This is an optimization exercise on Yosys and OpenROAD, whose aim is small area, a short achievable clock period and few clock cycles per item, not a production implementation. The RTL was checked by simulation tests, not by an equivalence proof against the original design.

[run.sh]
#!/bin/bash
# synth_recipe.tcl (not shown) runs the flow's synth.tcl, then flattens the netlist and writes it again
# the make line also repeats each setting of config.mk as NAME=value (left out here)
make -C /OpenROAD-flow-scripts/flow DESIGN_CONFIG=/design/flow/config.mk WORK_HOME=/design/flow/orfs CLKGATE_MAP_FILE= SYNTH_SCRIPT=/design/flow/synth_recipe.tcl finish
[config.mk]
export PLATFORM = sky130hd
export DESIGN_NAME = mon_pixel_comp
export DESIGN_NICKNAME = mon_pixel_comp
export VERILOG_FILES = /design/flow/design.v
export SDC_FILE = /design/flow/constraint.sdc
export NUM_CORES = 4
export LEC_CHECK = 0
export CAP_MARGIN = 20
export CORE_MARGIN = 2
export CORE_UTILIZATION = 40
export SLEW_MARGIN = 20
[constraint.sdc]
create_clock -name core_clock -period 38.0 [get_ports {clk}]
set_input_delay 7.6000 -clock core_clock [delete_from_list [all_inputs] [get_ports {clk}]]
set_output_delay 7.6000 -clock core_clock [all_outputs]
set_load 0.01 [all_outputs]
[design.v]
module mon_pixel_comp_blend (
    input  wire [7:0]  alpha,
    input  wire [11:0] p,
    input  wire [11:0] v,
    output wire [11:0] r
);
    wire [11:0] m0 = alpha[0] ? p : v;
    wire [11:0] m1 = alpha[1] ? p : v;
    wire [11:0] m2 = alpha[2] ? p : v;
    wire [11:0] m3 = alpha[3] ? p : v;
    wire [11:0] m4 = alpha[4] ? p : v;
    wire [11:0] m5 = alpha[5] ? p : v;
    wire [11:0] m6 = alpha[6] ? p : v;
    wire [11:0] m7 = alpha[7] ? p : v;
    wire [19:0] s  = {8'd0, m0} + {7'd0, m1, 1'b0} + {6'd0, m2, 2'b0} + {5'd0, m3, 3'b0}
                   + {4'd0, m4, 4'b0} + {3'd0, m5, 5'b0} + {2'd0, m6, 6'b0} + {1'd0, m7, 7'b0}
                   + {8'd0, m7};
    assign r = s[19:8];
endmodule
module mon_pixel_comp (
    input  wire         clk,
    input  wire         rst,             
    input  wire         cfg_we,
    input  wire [1:0]   cfg_addr,        
    input  wire [11:0]  cfg_wdata,
    input  wire         in_valid,
    output wire         in_ready,
    input  wire         in_layer_hit,    
    input  wire [7:0]   in_layer_alpha,  
    input  wire [29:0]  in_layer_pix,    
    input  wire [3:0]   in_plane_hit,    
    input  wire [127:0] in_plane_pix,    
    output wire         out_valid,
    input  wire         out_ready,
    output wire [35:0]  out_pix          
);
    reg [11:0] bg0, bg1, bg2;
    reg        depth10;                  
    always @(posedge clk) begin
        if (rst) begin
            bg0     <= 12'd0;
            bg1     <= 12'd0;
            bg2     <= 12'd0;
            depth10 <= 1'b0;
        end else if (cfg_we) begin
            case (cfg_addr)
                2'd0: bg0     <= cfg_wdata;
                2'd1: bg1     <= cfg_wdata;
                2'd2: bg2     <= cfg_wdata;
                2'd3: depth10 <= cfg_wdata[0];
            endcase
        end
    end
    reg  rdy;                            
    wire skid_full = !rdy;
    wire en = rdy;                       
    assign in_ready = rdy;
    reg         s0_valid;
    reg [7:0]   s0_la;
    reg [29:0]  s0_lp;
    reg [127:0] s0_pp;
    integer k;
    always @(posedge clk) begin
        if (rst)
            s0_valid <= 1'b0;
        else if (en)
            s0_valid <= in_valid;
    end
    always @(posedge clk) begin
        if (en) begin
            s0_la <= in_layer_hit ? in_layer_alpha : 8'd0;
            s0_lp <= in_layer_pix;
            for (k = 0; k < 4; k = k + 1) begin
                s0_pp[32*k+24 +: 8] <= in_plane_hit[k] ? in_plane_pix[32*k+24 +: 8] : 8'd0;
                s0_pp[32*k    +: 24] <= in_plane_pix[32*k +: 24];
            end
        end
    end
    wire [11:0] l0, l1, l2;
    mon_pixel_comp_blend u_l0 (.alpha(s0_la), .p({s0_lp[29:20], 2'b00}), .v(bg0), .r(l0));
    mon_pixel_comp_blend u_l1 (.alpha(s0_la), .p({s0_lp[19:10], 2'b00}), .v(bg1), .r(l1));
    mon_pixel_comp_blend u_l2 (.alpha(s0_la), .p({s0_lp[9:0],   2'b00}), .v(bg2), .r(l2));
    reg         s1_valid;
    reg [35:0]  s1_v;
    reg [127:0] s1_pp;
    always @(posedge clk) begin
        if (rst)
            s1_valid <= 1'b0;
        else if (en)
            s1_valid <= s0_valid;
    end
    always @(posedge clk) begin
        if (en) begin
            s1_v  <= {l0, l1, l2};
            s1_pp <= s0_pp;
        end
    end
    function [11:0] expand8;
        input [7:0] c;
        begin
            expand8 = {c, 4'b0000} + {8'd0, c[7:4]};
        end
    endfunction
    wire [11:0] q0_0, q0_1, q0_2;
    mon_pixel_comp_blend u_q00 (.alpha(s1_pp[31:24]), .p(expand8(s1_pp[15:8])),  .v(s1_v[35:24]), .r(q0_0));
    mon_pixel_comp_blend u_q01 (.alpha(s1_pp[31:24]), .p(expand8(s1_pp[7:0])),   .v(s1_v[23:12]), .r(q0_1));
    mon_pixel_comp_blend u_q02 (.alpha(s1_pp[31:24]), .p(expand8(s1_pp[23:16])), .v(s1_v[11:0]),  .r(q0_2));
    reg         s2_valid;
    reg [35:0]  s2_v;
    reg [95:0]  s2_pp;
    always @(posedge clk) begin
        if (rst)
            s2_valid <= 1'b0;
        else if (en)
            s2_valid <= s1_valid;
    end
    always @(posedge clk) begin
        if (en) begin
            s2_v  <= {q0_0, q0_1, q0_2};
            s2_pp <= s1_pp[127:32];
        end
    end
    wire [11:0] q1_0, q1_1, q1_2;
    mon_pixel_comp_blend u_q10 (.alpha(s2_pp[31:24]), .p(expand8(s2_pp[15:8])),  .v(s2_v[35:24]), .r(q1_0));
    mon_pixel_comp_blend u_q11 (.alpha(s2_pp[31:24]), .p(expand8(s2_pp[7:0])),   .v(s2_v[23:12]), .r(q1_1));
    mon_pixel_comp_blend u_q12 (.alpha(s2_pp[31:24]), .p(expand8(s2_pp[23:16])), .v(s2_v[11:0]),  .r(q1_2));
    reg         s3_valid;
    reg [35:0]  s3_v;
    reg [63:0]  s3_pp;
    always @(posedge clk) begin
        if (rst)
            s3_valid <= 1'b0;
        else if (en)
            s3_valid <= s2_valid;
    end
    always @(posedge clk) begin
        if (en) begin
            s3_v  <= {q1_0, q1_1, q1_2};
            s3_pp <= s2_pp[95:32];
        end
    end
    wire [11:0] q2_0, q2_1, q2_2;
    mon_pixel_comp_blend u_q20 (.alpha(s3_pp[31:24]), .p(expand8(s3_pp[15:8])),  .v(s3_v[35:24]), .r(q2_0));
    mon_pixel_comp_blend u_q21 (.alpha(s3_pp[31:24]), .p(expand8(s3_pp[7:0])),   .v(s3_v[23:12]), .r(q2_1));
    mon_pixel_comp_blend u_q22 (.alpha(s3_pp[31:24]), .p(expand8(s3_pp[23:16])), .v(s3_v[11:0]),  .r(q2_2));
    reg         s4_valid;
    reg [35:0]  s4_v;
    reg [31:0]  s4_pp;
    always @(posedge clk) begin
        if (rst)
            s4_valid <= 1'b0;
        else if (en)
            s4_valid <= s3_valid;
    end
    always @(posedge clk) begin
        if (en) begin
            s4_v  <= {q2_0, q2_1, q2_2};
            s4_pp <= s3_pp[63:32];
        end
    end
    wire [11:0] q3_0, q3_1, q3_2;
    mon_pixel_comp_blend u_q30 (.alpha(s4_pp[31:24]), .p(expand8(s4_pp[15:8])),  .v(s4_v[35:24]), .r(q3_0));
    mon_pixel_comp_blend u_q31 (.alpha(s4_pp[31:24]), .p(expand8(s4_pp[7:0])),   .v(s4_v[23:12]), .r(q3_1));
    mon_pixel_comp_blend u_q32 (.alpha(s4_pp[31:24]), .p(expand8(s4_pp[23:16])), .v(s4_v[11:0]),  .r(q3_2));
    wire [1:0]  lo_keep = depth10 ? 2'b00 : 2'b11;
    wire [35:0] res = {q3_0[11:2], q3_0[1:0] & lo_keep,
                       q3_1[11:2], q3_1[1:0] & lo_keep,
                       q3_2[11:2], q3_2[1:0] & lo_keep};
    reg         o_valid;
    reg [35:0]  o_pix;
    reg [35:0]  skid_pix;
    wire        o_load = !o_valid || out_ready;
    always @(posedge clk) begin
        if (rst) begin
            o_valid <= 1'b0;
            rdy     <= 1'b1;
        end else if (skid_full) begin
            if (out_ready)
                rdy <= 1'b1;             
        end else if (o_load) begin
            o_valid <= s4_valid;
        end else if (s4_valid) begin
            rdy     <= 1'b0;             
        end
    end
    always @(posedge clk) begin
        if (en)
            skid_pix <= res;
        if (o_load)
            o_pix <= skid_full ? skid_pix : res;
    end
    assign out_valid = o_valid;
    assign out_pix   = o_pix;
endmodule
==> run_results.csv, run 1 <==
group,metric,value,unit
run_status,result_of_the_run,"no timing/DRC/antenna violations",
worst_setup_path,worstPathArrival,1.94,ns
yosys,synth-edff-count,666,
timing,final_max_slew_viol_count,0,
yosys,synth.yosys.warnings,1,
yosys,mappedNetlistArea,0.0787,mm²
timing,final-setup-viol-count,0,
clock_network,clk_path_buf_depth,3,
yosys,synth_cell_type_count,71,
hold_path,class_of_the_tightest_hold_or_removal_check,"reg2reg",
global_routing,largest_net_degree_at_the_start_of_global_routing,184,
yosys,postSynthRegisterBits,746,
drt,drt_pass1_iterations,6,
clock_network,cts_h_tree_depth,3,
yosys,ys_top_cells_by_count,"sky130_fd_sc_hd__inv_1 (1351), sky130_fd_sc_hd__fa_1 (945), sky130_fd_sc_hd__ha_1 (690)",
drt,final_antenna_net_count,0,
timing,hold_slack,0.400,ns
place,gp_congestion,0.908,
layout,finalNetCount,9365,
clock_network,cts.root.buffer_cell,"sky130_fd_sc_hd__clkbuf_16",
yosys,synth_largest_type_area_fraction,25.4,%
clock_network,clkLatencyLatePin,0.75,ns
yosys,postSynthAreaPerCell,10.5,µm²
global_routing,grt_pass1_vias,55500,
worst_setup_path,slowest_stage,"sky130_fd_sc_hd__clkdlybuf4s50_1",
clock_network,cts_num_sinks,746,
timing,fin_tns_setup,0,ns
clock_network,clkTransAtPathRegs,0.06,ns
yosys,synth-seq-area-share,27.4,%
worst_setup_path,cpLargestDelayFamily,"buffers and inverters",
timing,highest_clock_rate,105,MHz
drt,drt-total-wl,199000,µm
global_routing,grt_antenna_before_repair,0,
clock_network,cts_tree,"yes",
worst_setup_path,path_cells,"clkdlybuf4s50_1",
place,port_buffers,227,
clock_network,post_cts_resize_count,0,
worst_setup_path,cp_num_buf_inv,1,
drt,avgViaCountPerCell,5.20,
die,initial_utilization,40.3,%
global_routing,grt_first_pass_wirelength,313000,µm
clock_network,cts_hold_buffers,0,
layout,num_antenna_cells,0,
die,floorplan.io_pins,228,
die,rows,162,
drt,drt-wirelength-per-cell,19.5,µm
worst_setup_path,required,30.40,ns
timing,final_period_minus_worst_setup_slack,9.54,ns
worst_setup_path,cpPeakStageDelay,0.73,ns
timing,finalHoldViolCount,0,
clock_network,cts_made_buffers,88,
yosys,postSynth.asyncResetShare,0,%
layout,area_of_all_placed_cells_without_fillers,0.0865,mm²
global_routing,grt_overflow,0,
worst_setup_path,endpoint_kind,"output port",
place,place_area,0.0835,mm²
worst_setup_path,crit_path_max_fanout,3,
die,design.die.area,0.200,mm²
timing,relSlewSlack,26.0,%
yosys,netlist.top_cell.by_area,"sky130_fd_sc_hd__edfxtp_1",
layout,area_growth_syn_to_layout,9.86,%
die,fp.coreArea,0.195,mm²
drt,detailedRoute.firstIterationViolations,3186,
timing,finalClockSkew,0.0368,ns
yosys,yosys.cell_count.top_type,"sky130_fd_sc_hd__inv_1",
die,dieHeight,448,µm
flow_run,cap_viol_max_count,0,
clock_network,setup_bufs_post_cts,0,
worst_setup_path,critical_path_class,"reg2out",
yosys,synthesis.nets,9295,
die,die_width,448,µm
drt,routed-via-count,53200,
place,dp.final_hpwl,156000,µm
yosys,synth_ff_type,"sky130_fd_sc_hd__edfxtp_1",
timing,setup_repair_after_global_routing_missed_its_margin,"false",
timing,period_share,25.1,%
yosys,netlist_instances,7470,
timing,tightest_pin_transition,1.11,ns
global_routing,global_route_total_usage_across_every_layer,20.1,%
yosys,synth.area.top_cells,"sky130_fd_sc_hd__edfxtp_1 (25%), sky130_fd_sc_hd__fa_1 (24%), sky130_fd_sc_hd__ha_1 (11%)",
layout,layout-drive-gt1-share,7.99,%
worst_setup_path,worst_setup_path_start_kind,"flip-flop",
drt,drc_errors,0,
## layer usage
metal / vias to the layer above / GRT usage (%) / wire length [µm]
li1: 25100 / - / -
met3: 277 / 2.23 / 8570
met2: 1278 / 35.3 / 100000
met1: 26500 / 25.7 / 84200
met5: - / 0 / 0
met4: 0 / 6.42 / 6450
## placed cells by master, fill, tap and decap left out, drive strengths merged, types with 106 or more instances in the layout
cell | synthesis | layout
nand2 | 493 | 493
clkbuf | 255 | 106
inv | 1351 | 1364
o21a | 269 | 269
nor2 | 248 | 248
mux2 | 397 | 397
edfxtp | 666 | 666
ha | 690 | 690
mux2i | 329 | 329
o21ai | 609 | 609
a21oi | 164 | 164
clkdlybuf4s50 | 0 | 226
fa | 945 | 945
xnor2 | 199 | 199
## cells by family after synthesis
group	count (synthesis)	share of synthesized area [%]
buf+inv	1649	7.89
mux	726	9.87
simple gates	1158	6.75
compound gates	1288	10.1
xor+xnor	268	2.98
flops	746	27.4
fa+ha+maj	1635	35.0
## flip-flops by register name, indices dropped and copies added (netlist names), 8 cells and up
register / count
s3_pp: 64
bg1: 12
bg2: 12
skid_pix: 36
s0_lp: 30
s1_v: 36
s0_la: 8
bg0: 12
s2_pp: 96
s0_pp: 128
s1_pp: 128
o_pix: 36
s4_v: 36
s3_v: 36
s2_v: 36
s4_pp: 32
## layout make-up
type                    count  area [µm²]
multi-input cells        5075       50900
flip-flops and latches    746       21600
fillers                 18400      109000
well taps                2624        3280
inverters                1351        5070
clock inverters            53         578
repair buffers            278        2680
clock buffers             106        2350
## metrics by stage
stage	setup WS, ns	utilization [%]	std cells
after floorplan	16.23	-	7470
after global placement	28.61	42.8	10100
after detailed placement	28.60	42.8	10100
after CTS	28.32	44.3	10200
after global routing	28.38	44.3	10200
final	28.46	44.3	10200
## path summary, 6_finish.rpt
kind | from | end | slack, ns | depth (start not counted)
max | rdy | in_ready | 28.46 | 1
min | s1_pp[121] | s2_pp[89] | 0.40 | 0
max reg2reg | s4_pp[25] | o_pix[10] | 29.95 | 28
min reg2reg | s1_pp[121] | s2_pp[89] | 0.40 | 0
Testbench counts, summed over its fixed seeds: cycles 24,048, items 24,000.
==> run 2: changes to the inputs <==
--- a/design.v
+++ b/design.v
@@ -12,10 +12,164 @@
     wire [11:0] m5 = alpha[5] ? p : v;
     wire [11:0] m6 = alpha[6] ? p : v;
     wire [11:0] m7 = alpha[7] ? p : v;
-    wire [19:0] s  = {8'd0, m0} + {7'd0, m1, 1'b0} + {6'd0, m2, 2'b0} + {5'd0, m3, 3'b0}
-                   + {4'd0, m4, 4'b0} + {3'd0, m5, 5'b0} + {2'd0, m6, 6'b0} + {1'd0, m7, 7'b0}
-                   + {8'd0, m7};
-    assign r = s[19:8];
+    wire t1 = m0[5] ^ m1[4];
+    wire t2 = m0[5] & m1[4];
+    wire t3 = m0[6] ^ m1[5] ^ m2[4];
+    wire t4 = (m0[6] & m1[5]) | (m0[6] & m2[4]) | (m1[5] & m2[4]);
+    wire t5 = m3[3] ^ m4[2];
+    wire t6 = m3[3] & m4[2];
+    wire t7 = m0[7] ^ m1[6] ^ m2[5];
+    wire t8 = (m0[7] & m1[6]) | (m0[7] & m2[5]) | (m1[6] & m2[5]);
+    wire t9 = m3[4] ^ m4[3] ^ m5[2];
+    wire t10 = (m3[4] & m4[3]) | (m3[4] & m5[2]) | (m4[3] & m5[2]);
+    wire t11 = m6[1] ^ m7[0];
+    wire t12 = m6[1] & m7[0];
+    wire t13 = m0[8] ^ m1[7] ^ m2[6];
+    wire t14 = (m0[8] & m1[7]) | (m0[8] & m2[6]) | (m1[7] & m2[6]);
+    wire t15 = m3[5] ^ m4[4] ^ m5[3];
+    wire t16 = (m3[5] & m4[4]) | (m3[5] & m5[3]) | (m4[4] & m5[3]);
+    wire t17 = m6[2] ^ m7[1] ^ m7[8];
+    wire t18 = (m6[2] & m7[1]) | (m6[2] & m7[8]) | (m7[1] & m7[8]);
+    wire t19 = m0[9] ^ m1[8] ^ m2[7];
+    wire t20 = (m0[9] & m1[8]) | (m0[9] & m2[7]) | (m1[8] & m2[7]);
+    wire t21 = m3[6] ^ m4[5] ^ m5[4];
+    wire t22 = (m3[6] & m4[5]) | (m3[6] & m5[4]) | (m4[5] & m5[4]);
+    wire t23 = m6[3] ^ m7[2] ^ m7[9];
+    wire t24 = (m6[3] & m7[2]) | (m6[3] & m7[9]) | (m7[2] & m7[9]);
+    wire t25 = m0[10] ^ m1[9] ^ m2[8];
+    wire t26 = (m0[10] & m1[9]) | (m0[10] & m2[8]) | (m1[9] & m2[8]);
+    wire t27 = m3[7] ^ m4[6] ^ m5[5];
+    wire t28 = (m3[7] & m4[6]) | (m3[7] & m5[5]) | (m4[6] & m5[5]);
+    wire t29 = m6[4] ^ m7[3] ^ m7[10];
+    wire t30 = (m6[4] & m7[3]) | (m6[4] & m7[10]) | (m7[3] & m7[10]);
+    wire t31 = m0[11] ^ m1[10] ^ m2[9];
+    wire t32 = (m0[11] & m1[10]) | (m0[11] & m2[9]) | (m1[10] & m2[9]);
+    wire t33 = m3[8] ^ m4[7] ^ m5[6];
+    wire t34 = (m3[8] & m4[7]) | (m3[8] & m5[6]) | (m4[7] & m5[6]);
+    wire t35 = m6[5] ^ m7[4] ^ m7[11];
+    wire t36 = (m6[5] & m7[4]) | (m6[5] & m7[11]) | (m7[4] & m7[11]);
+    wire t37 = m1[11] ^ m2[10] ^ m3[9];
+    wire t38 = (m1[11] & m2[10]) | (m1[11] & m3[9]) | (m2[10] & m3[9]);
+    wire t39 = m4[8] ^ m5[7] ^ m6[6];
+    wire t40 = (m4[8] & m5[7]) | (m4[8] & m6[6]) | (m5[7] & m6[6]);
+    wire t41 = m2[11] ^ m3[10] ^ m4[9];
+    wire t42 = (m2[11] & m3[10]) | (m2[11] & m4[9]) | (m3[10] & m4[9]);
+    wire t43 = m0[3] ^ m1[2];
+    wire t44 = m0[3] & m1[2];
+    wire t45 = m0[4] ^ m1[3] ^ m2[2];
+    wire t46 = (m0[4] & m1[3]) | (m0[4] & m2[2]) | (m1[3] & m2[2]);
+    wire t47 = m3[1] ^ m4[0];
+    wire t48 = m3[1] & m4[0];
+    wire t49 = t1 ^ m2[3] ^ m3[2];
+    wire t50 = (t1 & m2[3]) | (t1 & m3[2]) | (m2[3] & m3[2]);
+    wire t51 = m4[1] ^ m5[0] ^ m7[5];
+    wire t52 = (m4[1] & m5[0]) | (m4[1] & m7[5]) | (m5[0] & m7[5]);
+    wire t53 = t3 ^ t5 ^ m5[1];
+    wire t54 = (t3 & t5) | (t3 & m5[1]) | (t5 & m5[1]);
+    wire t55 = m6[0] ^ m7[6] ^ t2;
+    wire t56 = (m6[0] & m7[6]) | (m6[0] & t2) | (m7[6] & t2);
+    wire t57 = t7 ^ t9 ^ t11;
+    wire t58 = (t7 & t9) | (t7 & t11) | (t9 & t11);
+    wire t59 = m7[7] ^ t4 ^ t6;
+    wire t60 = (m7[7] & t4) | (m7[7] & t6) | (t4 & t6);
+    wire t61 = t13 ^ t15 ^ t17;
+    wire t62 = (t13 & t15) | (t13 & t17) | (t15 & t17);
+    wire t63 = t8 ^ t10 ^ t12;
+    wire t64 = (t8 & t10) | (t8 & t12) | (t10 & t12);
+    wire t65 = t19 ^ t21 ^ t23;
+    wire t66 = (t19 & t21) | (t19 & t23) | (t21 & t23);
+    wire t67 = t14 ^ t16 ^ t18;
+    wire t68 = (t14 & t16) | (t14 & t18) | (t16 & t18);
+    wire t69 = t25 ^ t27 ^ t29;
+    wire t70 = (t25 & t27) | (t25 & t29) | (t27 & t29);
+    wire t71 = t20 ^ t22 ^ t24;
+    wire t72 = (t20 & t22) | (t20 & t24) | (t22 & t24);
+    wire t73 = t31 ^ t33 ^ t35;
+    wire t74 = (t31 & t33) | (t31 & t35) | (t33 & t35);
+    wire t75 = t26 ^ t28 ^ t30;
+    wire t76 = (t26 & t28) | (t26 & t30) | (t28 & t30);
+    wire t77 = t37 ^ t39 ^ m7[5];
+    wire t78 = (t37 & t39) | (t37 & m7[5]) | (t39 & m7[5]);
+    wire t79 = t32 ^ t34 ^ t36;
+    wire t80 = (t32 & t34) | (t32 & t36) | (t34 & t36);
+    wire t81 = t41 ^ m5[8] ^ m6[7];
+    wire t82 = (t41 & m5[8]) | (t41 & m6[7]) | (m5[8] & m6[7]);
+    wire t83 = m7[6] ^ t38 ^ t40;
+    wire t84 = (m7[6] & t38) | (m7[6] & t40) | (t38 & t40);
+    wire t85 = m3[11] ^ m4[10] ^ m5[9];
+    wire t86 = (m3[11] & m4[10]) | (m3[11] & m5[9]) | (m4[10] & m5[9]);
+    wire t87 = m6[8] ^ m7[7] ^ t42;
+    wire t88 = (m6[8] & m7[7]) | (m6[8] & t42) | (m7[7] & t42);
+    wire t89 = m4[11] ^ m5[10] ^ m6[9];
+    wire t90 = (m4[11] & m5[10]) | (m4[11] & m6[9]) | (m5[10] & m6[9]);
+    wire t91 = m0[2] ^ m1[1];
+    wire t92 = m0[2] & m1[1];
+    wire t93 = t43 ^ m2[1] ^ m3[0];
+    wire t94 = (t43 & m2[1]) | (t43 & m3[0]) | (m2[1] & m3[0]);
+    wire t95 = t45 ^ t47 ^ m7[4];
+    wire t96 = (t45 & t47) | (t45 & m7[4]) | (t47 & m7[4]);
+    wire t97 = t49 ^ t51 ^ t46;
+    wire t98 = (t49 & t51) | (t49 & t46) | (t51 & t46);
+    wire t99 = t53 ^ t55 ^ t50;
+    wire t100 = (t53 & t55) | (t53 & t50) | (t55 & t50);
+    wire t101 = t57 ^ t59 ^ t54;
+    wire t102 = (t57 & t59) | (t57 & t54) | (t59 & t54);
+    wire t103 = t61 ^ t63 ^ t58;
+    wire t104 = (t61 & t63) | (t61 & t58) | (t63 & t58);
+    wire t105 = t65 ^ t67 ^ t62;
+    wire t106 = (t65 & t67) | (t65 & t62) | (t67 & t62);
+    wire t107 = t69 ^ t71 ^ t66;
+    wire t108 = (t69 & t71) | (t69 & t66) | (t71 & t66);
+    wire t109 = t73 ^ t75 ^ t70;
+    wire t110 = (t73 & t75) | (t73 & t70) | (t75 & t70);
+    wire t111 = t77 ^ t79 ^ t74;
+    wire t112 = (t77 & t79) | (t77 & t74) | (t79 & t74);
+    wire t113 = t81 ^ t83 ^ t78;
+    wire t114 = (t81 & t83) | (t81 & t78) | (t83 & t78);
+    wire t115 = t85 ^ t87 ^ t82;
+    wire t116 = (t85 & t87) | (t85 & t82) | (t87 & t82);
+    wire t117 = t89 ^ m7[8] ^ t86;
+    wire t118 = (t89 & m7[8]) | (t89 & t86) | (m7[8] & t86);
+    wire t119 = m5[11] ^ m6[10] ^ m7[9];
+    wire t120 = (m5[11] & m6[10]) | (m5[11] & m7[9]) | (m6[10] & m7[9]);
+    wire t121 = m0[1] ^ m1[0];
+    wire t122 = m0[1] & m1[0];
+    wire t123 = t91 ^ m2[0] ^ m7[2];
+    wire t124 = (t91 & m2[0]) | (t91 & m7[2]) | (m2[0] & m7[2]);
+    wire t125 = t93 ^ m7[3] ^ t92;
+    wire t126 = (t93 & m7[3]) | (t93 & t92) | (m7[3] & t92);
+    wire t127 = t95 ^ t44 ^ t94;
+    wire t128 = (t95 & t44) | (t95 & t94) | (t44 & t94);
+    wire t129 = t97 ^ t48 ^ t96;
+    wire t130 = (t97 & t48) | (t97 & t96) | (t48 & t96);
+    wire t131 = t99 ^ t52 ^ t98;
+    wire t132 = (t99 & t52) | (t99 & t98) | (t52 & t98);
+    wire t133 = t101 ^ t56 ^ t100;
+    wire t134 = (t101 & t56) | (t101 & t100) | (t56 & t100);
+    wire t135 = t103 ^ t60 ^ t102;
+    wire t136 = (t103 & t60) | (t103 & t102) | (t60 & t102);
+    wire t137 = t105 ^ t64 ^ t104;
+    wire t138 = (t105 & t64) | (t105 & t104) | (t64 & t104);
+    wire t139 = t107 ^ t68 ^ t106;
+    wire t140 = (t107 & t68) | (t107 & t106) | (t68 & t106);
+    wire t141 = t109 ^ t72 ^ t108;
+    wire t142 = (t109 & t72) | (t109 & t108) | (t72 & t108);
+    wire t143 = t111 ^ t76 ^ t110;
+    wire t144 = (t111 & t76) | (t111 & t110) | (t76 & t110);
+    wire t145 = t113 ^ t80 ^ t112;
+    wire t146 = (t113 & t80) | (t113 & t112) | (t80 & t112);
+    wire t147 = t115 ^ t84 ^ t114;
+    wire t148 = (t115 & t84) | (t115 & t114) | (t84 & t114);
+    wire t149 = t117 ^ t88 ^ t116;
+    wire t150 = (t117 & t88) | (t117 & t116) | (t88 & t116);
+    wire t151 = t119 ^ t90 ^ t118;
+    wire t152 = (t119 & t90) | (t119 & t118) | (t90 & t118);
+    wire t153 = m6[11] ^ m7[10] ^ t120;
+    wire t154 = (m6[11] & m7[10]) | (m6[11] & t120) | (m7[10] & t120);
+    wire [19:0] ra = {1'b0, m7[11], t153, t151, t149, t147, t145, t143, t141, t139, t137, t135, t133, t131, t129, t127, t125, t123, t121, m0[0]};
+    wire [19:0] rb = {1'b0, t154, t152, t150, t148, t146, t144, t142, t140, t138, t136, t134, t132, t130, t128, t126, t124, t122, m7[1], m7[0]};
+    wire [8:0] lo = {1'b0, ra[7:0]} + {1'b0, rb[7:0]};
+    assign r = ra[19:8] + rb[19:8] + {11'd0, lo[8]};
 endmodule
 module mon_pixel_comp (
     input  wire         clk,
==> run_results.csv, run 2 <==
group,metric,value,unit
global_routing,grt_antenna_before_repair,1,
clock_network,cts_tree,"yes",
global_routing,grt_overflow,0,
worst_setup_path,crit_path_max_fanout,4,
clock_network,clk_path_buf_depth,3,
worst_setup_path,crit_path_end,"out_valid",
yosys,synth-seq-area-share,29.4,%
clock_network,cts_h_tree_depth,3,
run_status,result_of_the_run,"no timing/DRC/antenna violations",
clock_network,clkTransAtPathRegs,0.06,ns
timing,tightest_pin_transition,1.01,ns
yosys,postSynth.asyncResetShare,0,%
die,floorplan.io_pins,228,
worst_setup_path,critical_path_origin,"o_valid",
global_routing,grt_pass1_vias,50600,
timing,period_share,24.6,%
yosys,postSynthRegisterBits,746,
global_routing,global_route.usage.met1,26.9,%
die,rows,157,
yosys,synth-edff-count,666,
yosys,yosys.cell_count.top_type,"sky130_fd_sc_hd__inv_1",
global_routing,grt.met2_usage,34.0,%
yosys,ys_top_cells_by_count,"sky130_fd_sc_hd__inv_1 (1363), sky130_fd_sc_hd__fa_1 (1080), sky130_fd_sc_hd__edfxtp_1 (666)",
worst_setup_path,slowest_stage,"sky130_fd_sc_hd__clkdlybuf4s50_1",
layout,nFillCells,17100,
worst_setup_path,cpPeakStageDelay,0.60,ns
clock_network,cts.root.buffer_cell,"sky130_fd_sc_hd__clkbuf_16",
worst_setup_path,path_cells,"clkdlybuf4s50_1",
global_routing,globalRoute.busiestLayer,"met2",
yosys,synth.yosys.warnings,1,
worst_setup_path,worstRegToRegCells,19,
die,fp.coreArea,0.183,mm²
die,initial_utilization,40.2,%
clock_network,clkLatencyLatePin,0.76,ns
timing,fin_tns_setup,0,ns
hold_path,class_of_the_tightest_hold_or_removal_check,"reg2reg",
yosys,netlist.top_cell.by_area,"sky130_fd_sc_hd__fa_1",
clock_network,cts_made_buffers,90,
timing,finalClockSkew,0.0572,ns
flow_run,cap_viol_max_count,0,
timing,finalWorstSetupSlack,28.65,ns
drt,routed-via-count,47500,
drt,drt_pass1_iterations,6,
drt,drc_errors,0,
yosys,synthesis.nets,8204,
timing,highest_clock_rate,107,MHz
worst_setup_path,endpoint_kind,"output port",
layout,regs_by_ff_count,"s0_pp: 128 flops, s1_pp: 128 flops, s2_pp: 96 flops",
drt,drt-wirelength-per-cell,20.4,µm
place,placement.setup.worst_slack,28.59,ns
worst_setup_path,cpLargestDelayFamily,"buffers and inverters",
worst_setup_path,timing.reg2reg.setup_slack,31.35,ns
global_routing,grt_first_pass_wirelength,292000,µm
layout,layout.cells.most_common_list,"sky130_fd_sc_hd__inv_1 (1363), sky130_fd_sc_hd__fa_1 (1080), sky130_fd_sc_hd__edfxtp_1 (666)",
yosys,netlist_instances,6574,
global_routing,global_route_total_usage_across_every_layer,20.2,%
worst_setup_path,worst_setup_path_start_kind,"flip-flop",
drt,drt-total-wl,186000,µm
yosys,mappedNetlistArea,0.0734,mm²
place,gp_congestion,0.923,
worst_setup_path,worstPathArrival,1.75,ns
timing,final-setup-viol-count,0,
die,die_width,432,µm
global_routing,use_met3,2.71,%
clock_network,setup_bufs_post_cts,0,
timing,relSlewSlack,32.7,%
drt,final_antenna_net_count,0,
yosys,synth_cell_type_count,72,
place,port_buffers,227,
yosys,synth_largest_type_area_fraction,29.5,%
clock_network,cts_num_sinks,746,
yosys,synth_ff_type,"sky130_fd_sc_hd__edfxtp_1",
drt,detailedRoute.firstIterationViolations,3471,
yosys,synth.area.top_cells,"sky130_fd_sc_hd__fa_1 (29%), sky130_fd_sc_hd__edfxtp_1 (27%), sky130_fd_sc_hd__inv_1 (7.0%)",
layout,finalNetCount,8278,
timing,final_period_minus_worst_setup_slack,9.35,ns
layout,area_growth_syn_to_layout,10.5,%
drt,avgViaCountPerCell,5.21,
worst_setup_path,cp_num_buf_inv,1,
place,dp.final_hpwl,142000,µm
clock_network,post_cts_resize_count,0,
layout,ff_latch_area,0.0216,mm²
worst_setup_path,required,30.40,ns
die,design.die.area,0.187,mm²
worst_setup_path,regToRegStartpoint,"s4_pp[24]",
clock_network,cts_hold_buffers,0,
layout,multi_input_area,0.0455,mm²
global_routing,largest_net_degree_at_the_start_of_global_routing,127,
worst_setup_path,reg2reg_to,"o_pix[8]",
timing,setup_repair_after_global_routing_missed_its_margin,"false",
layout,most_frequent_standard_cell_in_the_layout_excluding_fill_and_tap_cells,"sky130_fd_sc_hd__inv_1",
layout,layout-drive-gt1-share,9.27,%
yosys,postSynthAreaPerCell,11.2,µm²
die,dieHeight,432,µm
timing,finalHoldViolCount,0,
worst_setup_path,worstSetupPathDepth,1,
timing,final_max_slew_viol_count,0,
worst_setup_path,critical_path_class,"reg2out",
-- run 2: stage by stage --
step / utilization (%) / std cells / hold slack (ns) / instance area [µm²]
after floorplan: - / 6574 / 0.400 / 73400
after CTS: 44.4 / 9109 / 0.393 / 81100
after global placement: 42.7 / 8941 / 0.402 / 78000
final: 44.4 / 9110 / 0.395 / 81100
after global routing: 44.4 / 9109 / 0.414 / 81100
after detailed placement: 42.7 / 8941 / 0.405 / 78000
-- run 2: worst min-delay path by stage --
stage / from / end / cells past startpoint
after detailed placement: s0_pp[1] / s1_pp[1] / 0
after global placement: s1_pp[75] / s2_pp[43] / 0
final: s1_pp[47] / s2_pp[15] / 0
after floorplan: s0_pp[0] / s1_pp[0] / 0
after global routing: s2_pp[45] / s3_pp[13] / 0
after CTS: s2_pp[45] / s3_pp[13] / 0
-- run 2: cell families after synthesis --
family | after synthesis | synth area share [%]
flops | 746 | 29.4
mux | 787 | 11.4
buf+inv | 1666 | 8.54
compound gates | 1080 | 9.11
fa+ha+maj | 1440 | 35.6
simple gates | 745 | 4.59
xor+xnor | 110 | 1.31
-- run 2: routing by layer --
| metal | part of all wire, % | up-vias | routed length, µm |
|---|---|---|---|
| li1 | - | 21700 | - |
| met1 | 43 | 24100 | 79700 |
| met2 | 49 | 1376 | 90500 |
| met3 | 5.2 | 322 | 9710 |
| met4 | 3.4 | 0 | 6250 |
| met5 | 0 | - | 0 |
-- run 2: worst reg2reg max path: stages (launching register included) --
cell	delay [ns]
sky130_fd_sc_hd__edfxtp_1	0.35
sky130_fd_sc_hd__buf_4	0.47
sky130_fd_sc_hd__mux2_2	0.47
sky130_fd_sc_hd__fa_1	0.52
sky130_fd_sc_hd__fa_1	0.55
sky130_fd_sc_hd__inv_1	0.05
sky130_fd_sc_hd__fa_1	0.55
sky130_fd_sc_hd__inv_1	0.06
sky130_fd_sc_hd__fa_1	0.49
sky130_fd_sc_hd__ha_1	0.31
sky130_fd_sc_hd__nand3_1	0.08
sky130_fd_sc_hd__o21a_1	0.25
sky130_fd_sc_hd__fa_1	0.42
sky130_fd_sc_hd__fa_1	0.41
sky130_fd_sc_hd__nor2b_1	0.14
sky130_fd_sc_hd__o21ai_1	0.09
sky130_fd_sc_hd__a21o_1	0.21
sky130_fd_sc_hd__a21oi_1	0.16
sky130_fd_sc_hd__a211oi_1	0.09
sky130_fd_sc_hd__o31ai_1	0.64
-- run 2: final cells by class --
class / count / share of cell area, %
Multi-Input combinational cell: 4162 / 56.1
Sequential cell: 746 / 26.6
Inverter: 1366 / 6.32
Tap cell: 2385 / 3.68
Timing Repair Buffer: 282 / 3.32
Clock buffer: 111 / 2.98
Clock inverter: 57 / 0.947
Antenna cell: 1 / 0.00308
Testbench counts of run 2, summed over its fixed seeds: cycles 24,048, items 24,000.
==> run 3: changes to the inputs <==
==> flow/run.sh (new file) <==
#!/bin/bash
# Own layout flow: the standard flow with two changes.
#  1. Port buffers are buf_2 cells instead of the flow's default choice
#     (every port still gets its own buffer).
#  2. After the standard synthesis, polarity.py removes inverters between
#     self-dual cells (full adders, 2:1 muxes) by flipping their polarity;
#     registers and the function are unchanged.
# Each tool's output goes to a log file of its own in this folder.
set -euo pipefail
export BUFFER_PORTS_ARGS="-buffer_cell sky130_fd_sc_hd__buf_2"
RES=orfs/results/$FLOW_PLATFORM/mon_pixel_comp/base
bash standard.sh synth > synth.log 2>&1
cp $RES/1_2_yosys.v yosys_standard.v
python3 flow/polarity.py yosys_standard.v $RES/1_2_yosys.v > polarity.log 2>&1
rm -f $RES/1_synth.odb
bash standard.sh > layout.log 2>&1
==> flow/polarity.py (new file) <==
#!/usr/bin/env python3
"""Remove inverters from a mapped sky130 netlist by choosing the polarity of
self-dual cells.

A full adder (fa_*) gives inverted SUM and COUT when all three inputs are
inverted, and a 2:1 mux (mux2_*, mux2i_*) gives an inverted output when both
data inputs are inverted.  Each such cell may therefore be "flipped": fed the
complement of every (data) input, with its outputs then carrying the
complement of their old values.  This script picks flips that reduce the
number of nets that need an inverter, removes every inverter cell, and puts
back one inverter per signal that some load needs in the other polarity.
The function of the netlist is unchanged; registers are not touched.

usage: polarity.py IN.v OUT.v
"""
import re
import sys
import random

OUT_PINS = {'X', 'Y', 'Q', 'Q_N', 'SUM', 'COUT', 'HI', 'LO'}


def is_inv(t):
    return re.search(r'__(inv|clkinv)_\d+$', t) is not None


def flip_pins(t):
    """Input pins that are complemented when a cell is flipped, or None."""
    if re.search(r'__fa_\d+$', t):
        return ('A', 'B', 'CIN')
    if re.search(r'__mux2i?_\d+$', t):
        return ('A0', 'A1')
    return None


def main(src, dst):
    text = open(src).read()
    m = re.search(r'^module\s+\S+\s*\(.*?\);\n', text, re.S | re.M)
    head_end = m.end()
    end = text.rindex('endmodule')
    body = text[head_end:end]
    # split body into declarations and cell instances
    cell_re = re.compile(r'^\s*(sky130_fd_sc_hd__\w+)\s+(\S+)\s*\((.*?)\);\s*$', re.S | re.M)
    cells = []
    decl = []
    pos = 0
    for cm in cell_re.finditer(body):
        chunk = body[pos:cm.start()]
        decl.append(chunk)
        pins = [(p, n.strip()) for p, n in re.findall(r'\.(\w+)\(([^()]*)\)', cm.group(3))]
        cells.append([cm.group(1), cm.group(2), pins])
        pos = cm.end()
    tail = body[pos:]
    assert not re.search(r'\bassign\b', ''.join(decl) + tail), 'assign statements not handled'

    # inverter map: out net -> in net
    inv_of = {}
    for t, n, pins in cells:
        if is_inv(t):
            d = dict(pins)
            inv_of[d['Y']] = d['A']

    def root(net):
        par = 0
        seen = 0
        while net in inv_of:
            net = inv_of[net]
            par ^= 1
            seen += 1
            assert seen < 1000
        return net, par

    # drivers of roots
    driver = {}
    for i, (t, n, pins) in enumerate(cells):
        if is_inv(t):
            continue
        for p, net in pins:
            if p in OUT_PINS:
                driver[net] = i
    # loads: list of (cell index, pin, root, parity)
    loads = {}
    keep = []
    for i, (t, n, pins) in enumerate(cells):
        if is_inv(t):
            continue
        keep.append(i)
        for k, (p, net) in enumerate(pins):
            if p in OUT_PINS or net == '' or net.startswith("1'b"):
                continue
            r, par = root(net)
            loads.setdefault(r, []).append((i, k, par))
    # nets read outside cells (output ports): find output port names
    outs = set()
    for dm in re.finditer(r'^\s*output\s+(\[[^\]]+\]\s*)?(\S+);', text[:end], re.M):
        rng, name = dm.group(1), dm.group(2)
        if rng:
            hi, lo = map(int, re.findall(r'\d+', rng))
            for b in range(min(hi, lo), max(hi, lo) + 1):
                outs.add(f'{name}[{b}]')
        else:
            outs.add(name)
    # An output port net driven through inverters would need special care.
    for o in outs:
        if o in inv_of:
            sys.exit(f'output {o} is driven by an inverter; not handled')

    flippable = {i: flip_pins(cells[i][0]) for i in keep}
    flippable = {i: fp for i, fp in flippable.items() if fp}
    flip = {i: 0 for i in flippable}

    def cost_root(r):
        d = driver.get(r)
        phys = flip.get(d, 0) if d is not None else 0
        need = False
        for (i, k, par) in loads.get(r, []):
            want = par
            fp = flippable.get(i)
            if fp and cells[i][2][k][0] in fp and flip[i]:
                want ^= 1
            if want ^ phys:
                need = True
                break
        return 1 if need else 0

    # roots touched by each flippable cell
    touch = {}
    for r, ls in loads.items():
        for (i, k, par) in ls:
            if i in flippable:
                touch.setdefault(i, set()).add(r)
    for i in flippable:
        for p, net in cells[i][2]:
            if p in OUT_PINS:
                touch.setdefault(i, set()).add(net)

    def total():
        return sum(cost_root(r) for r in loads)

    before = total()
    order = list(flippable)
    rng = random.Random(1)
    improved = True
    passes = 0
    while improved and passes < 50:
        improved = False
        passes += 1
        rng.shuffle(order)
        for i in order:
            rs = touch.get(i, ())
            c0 = sum(cost_root(r) for r in rs)
            flip[i] ^= 1
            c1 = sum(cost_root(r) for r in rs)
            if c1 < c0:
                improved = True
            else:
                flip[i] ^= 1
    after = total()

    # rebuild netlist
    new_wires = []
    inv_net = {}
    new_cells = []
    ninv = 0
    for r in loads:
        d = driver.get(r)
        phys = flip.get(d, 0) if d is not None else 0
        for (i, k, par) in loads[r]:
            want = par
            fp = flippable.get(i)
            if fp and cells[i][2][k][0] in fp and flip[i]:
                want ^= 1
            if want ^ phys:
                if r not in inv_net:
                    ninv += 1
                    w = f'_pol{ninv}_'
                    inv_net[r] = w
                    new_wires.append(w)
                    new_cells.append(('sky130_fd_sc_hd__inv_1', f'_polinv{ninv}_', [('A', r), ('Y', w)]))
                cells[i][2][k] = (cells[i][2][k][0], inv_net[r])
            else:
                cells[i][2][k] = (cells[i][2][k][0], r)
    out = [text[:head_end]]
    out.append(''.join(decl))
    for w in new_wires:
        out.append(f'  wire {w};\n')
    def emit(t, n, pins):
        ps = ',\n'.join(f'    .{p}({net}{" " if net.startswith(chr(92)) else ""})' for p, net in pins)
        return f'  {t} {n} (\n{ps}\n  );\n'
    for i in keep:
        t, n, pins = cells[i]
        out.append(emit(t, n, pins))
    for t, n, pins in new_cells:
        out.append(emit(t, n, pins))
    out.append(tail)
    out.append(text[end:])
    open(dst, 'w').write(''.join(out))
    print(f'inverter cells before: {len(inv_of)}; signals needing an inverter: '
          f'{before} before flips, {after} after; inverters written: {ninv}; '
          f'flipped {sum(flip.values())} of {len(flip)} cells')


if __name__ == '__main__':
    main(sys.argv[1], sys.argv[2])
==> standard.sh (new file) <==
#!/bin/bash
# synth_recipe.tcl (not shown) runs the flow's synth.tcl, then flattens the netlist and writes it again
# the make line also repeats each setting of config.mk as NAME=value (left out here)
make -C /OpenROAD-flow-scripts/flow DESIGN_CONFIG=/design/flow/config.mk WORK_HOME=/design/flow/orfs CLKGATE_MAP_FILE= SYNTH_SCRIPT=/design/flow/synth_recipe.tcl "${@:-finish}"
removed: run.sh
==> run_results.csv, run 3 <==
group,metric,value,unit
global_routing,grt_antenna_before_repair,4,
timing,fin_tns_setup,0,ns
global_routing,grt_first_pass_wirelength,287000,µm
place,dp.final_hpwl,139000,µm
worst_setup_path,cpPeakStageDelay,0.87,ns
hold_path,class_of_the_tightest_hold_or_removal_check,"reg2reg",
worst_setup_path,path_cells,"buf_2",
layout,most_frequent_standard_cell_in_the_layout_excluding_fill_and_tap_cells,"sky130_fd_sc_hd__fa_1",
die,design.die.area,0.181,mm²
clock_network,cts_tree,"yes",
timing,final-setup-viol-count,0,
clock_network,cts.root.buffer_cell,"sky130_fd_sc_hd__clkbuf_16",
yosys,netlist_instances,5927,
layout,nFillCells,16300,
clock_network,cts_num_sinks,746,
worst_setup_path,critical_path_class,"reg2out",
clock_network,clk_path_buf_depth,3,
die,fp.coreArea,0.176,mm²
clock_network,cts_h_tree_depth,3,
drt,drt_pass1_iterations,5,
place,gp_congestion,0.916,
timing,final_max_slew_viol_count,0,
layout,stdcell_count,8410,
clock_network,clkLatencyLatePin,0.75,ns
die,floorplan.io_pins,228,
global_routing,grt_pass1_vias,48700,
worst_setup_path,worstPathArrival,2.03,ns
clock_network,cts_made_buffers,88,
clock_network,cts_hold_buffers,0,
global_routing,grt_overflow,0,
timing,setup_repair_after_global_routing_missed_its_margin,"false",
die,rows,154,
die,initial_utilization,40.3,%
timing,tightest_pin_transition,1.03,ns
drt,detailedRoute.firstIterationViolations,3362,
drt,avgViaCountPerCell,5.35,
worst_setup_path,crit_path_max_fanout,56,
timing,final_period_minus_worst_setup_slack,9.63,ns
layout,finalNetCount,7624,
layout,multi_input_area,0.0455,mm²
drt,drt-wirelength-per-cell,21.8,µm
global_routing,largest_net_degree_at_the_start_of_global_routing,148,
drt,drt-total-wl,183000,µm
clock_network,setup_bufs_post_cts,0,
layout,ff_latch_area,0.0216,mm²
layout,area_growth_syn_to_layout,9.00,%
timing,finalClockSkew,0.0478,ns
yosys,mappedNetlistArea,0.0710,mm²
layout,regs_by_ff_count,"s0_pp: 128 flops, s1_pp: 128 flops, s2_pp: 96 flops",
clock_network,clkTransAtPathRegs,0.06,ns
flow_run,cap_viol_max_count,0,
run_status,result_of_the_run,"no timing/DRC/antenna violations",
place,port_buffers,227,
global_routing,global_route_total_usage_across_every_layer,20.6,%
worst_setup_path,cp_num_buf_inv,1,
worst_setup_path,slowest_stage,"sky130_fd_sc_hd__dfxtp_4",
drt,routed-via-count,45000,
worst_setup_path,worst_setup_path_start_kind,"flip-flop",
layout,layout-drive-gt1-share,13.8,%
place,dp.cells,8244,
timing,highest_clock_rate,104,MHz
worst_setup_path,required,30.40,ns
timing,relSlewSlack,31.2,%
drt,drc_errors,0,
yosys,synth.yosys.warnings,1,
timing,period_share,25.3,%
die,die_width,425,µm
drt,final_antenna_net_count,0,
die,dieHeight,425,µm
timing,finalHoldViolCount,0,
worst_setup_path,endpoint_kind,"output port",
yosys,synthesis.nets,7557,
layout,layout.cells.most_common_list,"sky130_fd_sc_hd__fa_1 (1080), sky130_fd_sc_hd__inv_1 (719), sky130_fd_sc_hd__edfxtp_1 (666)",
yosys,postSynthAreaPerCell,12.0,µm²
clock_network,post_cts_resize_count,0,
worst_setup_path,cpLargestDelayFamily,"flip-flops",
## run 3: path summary, 6_finish.rpt
check | startpoint | end | slack (ns) | cells after the start
worst min-delay path | s1_pp[55] | s2_pp[23] | 0.39 | 0
worst min register to register | s1_pp[55] | s2_pp[23] | 0.39 | 0
worst max-delay path | rdy | in_ready | 28.37 | 1
worst max register to register | s1_pp[26] | s2_v[22] | 31.40 | 22
## run 3: final cells by class
type                            instances  share of cell area [%]
Multi-Input combinational cell       4162                    58.9
Sequential cell                       746                    27.9
Tap cell                             2340                    3.78
Inverter                              719                    3.49
Clock buffer                          113                    3.17
Timing Repair Buffer                  277                    1.97
Clock inverter                         52                   0.783
Antenna cell                            1                 0.00323
## run 3: layer usage
metal | global-route usage (%) | up-vias | part of all wire, %
met5 | 0 | - | 0.0071
met4 | 7.71 | 2 | 3.9
met3 | 2.97 | 313 | 5.1
met2 | 34.7 | 1306 | 49
met1 | 26.8 | 23000 | 42
li1 | - | 20400 | -
## run 3: metrics by stage
| step | util (%) | instance area [µm²] | worst slack, ns | hold WS [ns] |
|---|---|---|---|---|
| floorplan | - | 71000 | 16.23 | 0.400 |
| global placement | 42.1 | 74300 | 29.04 | 0.402 |
| detailed placement | 42.1 | 74300 | 28.99 | 0.405 |
| global route | 43.9 | 77400 | 28.23 | 0.397 |
| CTS | 43.9 | 77400 | 28.22 | 0.384 |
| finish | 43.9 | 77400 | 28.37 | 0.392 |
==> run 4: changes to the inputs <==
--- a/config.mk
+++ b/config.mk
@@ -7,5 +7,6 @@
 export LEC_CHECK = 0
 export CAP_MARGIN = 20
 export CORE_MARGIN = 2
-export CORE_UTILIZATION = 40
+export CORE_UTILIZATION = 60
+export CTS_BUF_LIST = sky130_fd_sc_hd__clkbuf_4 sky130_fd_sc_hd__clkbuf_8
 export SLEW_MARGIN = 20
==> run_results.csv, run 4 <==
group,metric,value,unit
hold_path,hold-path-cell-count,0,
place,place_area,0.0733,mm²
clock_network,cts_made_buffers,121,
layout,stdcell_count,7670,
layout,layout-drive-gt1-share,14.6,%
drt,drc_errors,0,
hold_path,class_of_the_tightest_hold_or_removal_check,"reg2reg",
die,floorplan.io_pins,228,
timing,final_max_slew_viol_count,0,
worst_setup_path,regToRegStartpoint,"s2_pp[26]",
drt,drt_pass1_iterations,8,
clock_network,cts.root.buffer_cell,"sky130_fd_sc_hd__clkbuf_8",
worst_setup_path,worstRegToRegCells,19,
timing,fin_tns_setup,0,ns
layout,area_of_all_placed_cells_without_fillers,0.0759,mm²
worst_setup_path,required,30.40,ns
worst_setup_path,slowest_stage,"sky130_fd_sc_hd__dfxtp_4",
global_routing,global_route_total_usage_across_every_layer,29.2,%
worst_setup_path,reg2reg_to,"s3_v[34]",
timing,highest_clock_rate,106,MHz
layout,most_frequent_standard_cell_in_the_layout_excluding_fill_and_tap_cells,"sky130_fd_sc_hd__fa_1",
drt,drt-total-wl,172000,µm
layout,multi_input_area,0.0455,mm²
clock_network,clkTransAtPathRegs,0.06,ns
global_routing,grt_antenna_before_repair,6,
die,rows,126,
yosys,synth.yosys.warnings,1,
clock_network,cts_h_tree_depth,3,
worst_setup_path,cpPeakStageDelay,0.62,ns
hold_path,hold_start,"s1_pp[75]",
clock_network,post_cts_resize_count,0,
timing,final_period_minus_worst_setup_slack,9.40,ns
worst_setup_path,endpoint_kind,"output port",
clock_network,cts_tree,"yes",
die,dieHeight,348,µm
timing,finalWorstSetupSlack,28.60,ns
layout,regs_by_ff_count,"s0_pp: 128 flops, s1_pp: 128 flops, s2_pp: 96 flops",
place,placement.setup.worst_slack,29.03,ns
die,fp.coreArea,0.118,mm²
flow_run,cap_viol_max_count,0,
global_routing,largest_net_degree_at_the_start_of_global_routing,169,
drt,detailedRoute.firstIterationViolations,3436,
worst_setup_path,worstPathArrival,1.80,ns
drt,drt-wirelength-per-cell,22.4,µm
layout,area_growth_syn_to_layout,6.96,%
layout,ff_latch_area,0.0216,mm²
clock_network,cts_num_sinks,746,
layout,final_core_util,64.5,%
worst_setup_path,crit_path_max_fanout,31,
run_status,result_of_the_run,"no timing/DRC/antenna violations",
clock_network,clkLatencyLatePin,0.90,ns
clock_network,setup_bufs_post_cts,0,
worst_setup_path,cp_num_buf_inv,1,
timing,final-setup-viol-count,0,
hold_path,min_to,"s2_pp[43]",
die,initial_utilization,60.3,%
place,dp.cells,7440,
timing,finalHoldViolCount,0,
worst_setup_path,cpLargestDelayFamily,"flip-flops",
timing,period_share,24.7,%
yosys,synthesis.nets,7557,
yosys,mappedNetlistArea,0.0710,mm²
yosys,postSynthAreaPerCell,12.0,µm²
place,port_buffers,227,
drt,final_antenna_net_count,0,
layout,nFillCells,9296,
layout,layout.cells.most_common_list,"sky130_fd_sc_hd__fa_1 (1080), sky130_fd_sc_hd__inv_1 (719), sky130_fd_sc_hd__edfxtp_1 (666)",
worst_setup_path,path_cells,"buf_2",
yosys,netlist_instances,5927,
timing,finalClockSkew,0.0777,ns
clock_network,cts_hold_buffers,0,
timing,hold_slack,0.360,ns
die,design.die.area,0.121,mm²
worst_setup_path,critical_path_class,"reg2out",
drt,routed-via-count,45400,
timing,tightest_pin_transition,1.04,ns
timing,setup_repair_after_global_routing_missed_its_margin,"false",
global_routing,grt_overflow,0,
timing,relSlewSlack,30.9,%
layout,finalNetCount,7657,
place,gp_congestion,0.929,
worst_setup_path,timing.reg2reg.setup_slack,31.43,ns
global_routing,grt_first_pass_wirelength,272000,µm
worst_setup_path,worst_setup_path_start_kind,"flip-flop",
die,die_width,348,µm
clock_network,clk_path_buf_depth,3,
global_routing,grt_pass1_vias,48200,
worst_setup_path,critical_path_origin,"rdy",
drt,avgViaCountPerCell,5.92,
place,dp.final_hpwl,130000,µm
## run 4: cell types whose count changed in the layout (fill, tap and decap cells not counted), sizes merged
cell	change
clkinv	+23
inv	-4
diode	+3
clkinvlp	-2
bufinv	+2
clkbuf	+42
## run 4: metal layers
metal | global-route usage, % | up-vias | wire length [µm]
met5 | 0 | - | 13
li1 | - | 20500 | -
met1 | 40.4 | 23100 | 72800
met3 | 4.44 | 329 | 10400
met2 | 48.3 | 1550 | 83100
met4 | 8.52 | 2 | 5280
## run 4: layout make-up
type	instances	area share [%]
clock buffers	155	2.60
diodes	4	0.0132
flip-flops and latches	746	28.5
inverters	719	3.56
clock inverters	71	0.841
multi-input cells	4162	60.0
well taps	1536	2.53
repair buffers	277	2.01
## run 4: how the worst max path moves through the flow
| stage | endpoint | slack [ns] | depth (start not counted) |
|---|---|---|---|
| detailed placement | bg1[2] | 29.03 | 4 |
| global placement | bg1[10] | 29.06 | 4 |
| finish | in_ready | 28.60 | 1 |
| floorplan | in_ready | 16.23 | 0 |
| CTS | in_ready | 28.51 | 1 |
| global route | in_ready | 28.47 | 1 |

==> what the ideal ports hide <==
The results above use ideal ports. As a check the final layouts listed here were re-extracted and re-timed, cells and wires unchanged. Step 1, drivers: a clkbuf_16 drives clk and a buf_2 each remaining input, both assumed. Step 2 times the ports against the registers' clock, not the clock port: input delays grow and output delays shrink by t, the midpoint of the rising clock arrivals with the driver on. Three values: no drivers, after step 1, after step 2; two values: the first two.
run | t (ns) | slack for setup (ns) | worst hold slack (ns) | clock arrival spread, ns | worst register clock-pin slew, ns
run 1 | 0.824 | 28.463 / 28.371 / 28.588 | 0.400 / 0.400 / 0.400 | 0.038 / 0.037 | 0.07 / 0.07
run 2 | 0.811 | 28.655 / 28.573 / 28.672 | 0.395 / 0.395 / 0.395 | 0.058 / 0.058 | 0.07 / 0.07
run 3 | 0.802 | 28.369 / 28.290 / 29.003 | 0.392 / 0.392 / 0.392 | 0.049 / 0.049 | 0.07 / 0.07
run 4 | 0.934 | 28.598 / 28.525 / 28.996 | 0.360 / 0.360 / 0.360 | 0.086 / 0.086 | 0.08 / 0.08
After both steps every run listed still meets setup and hold.
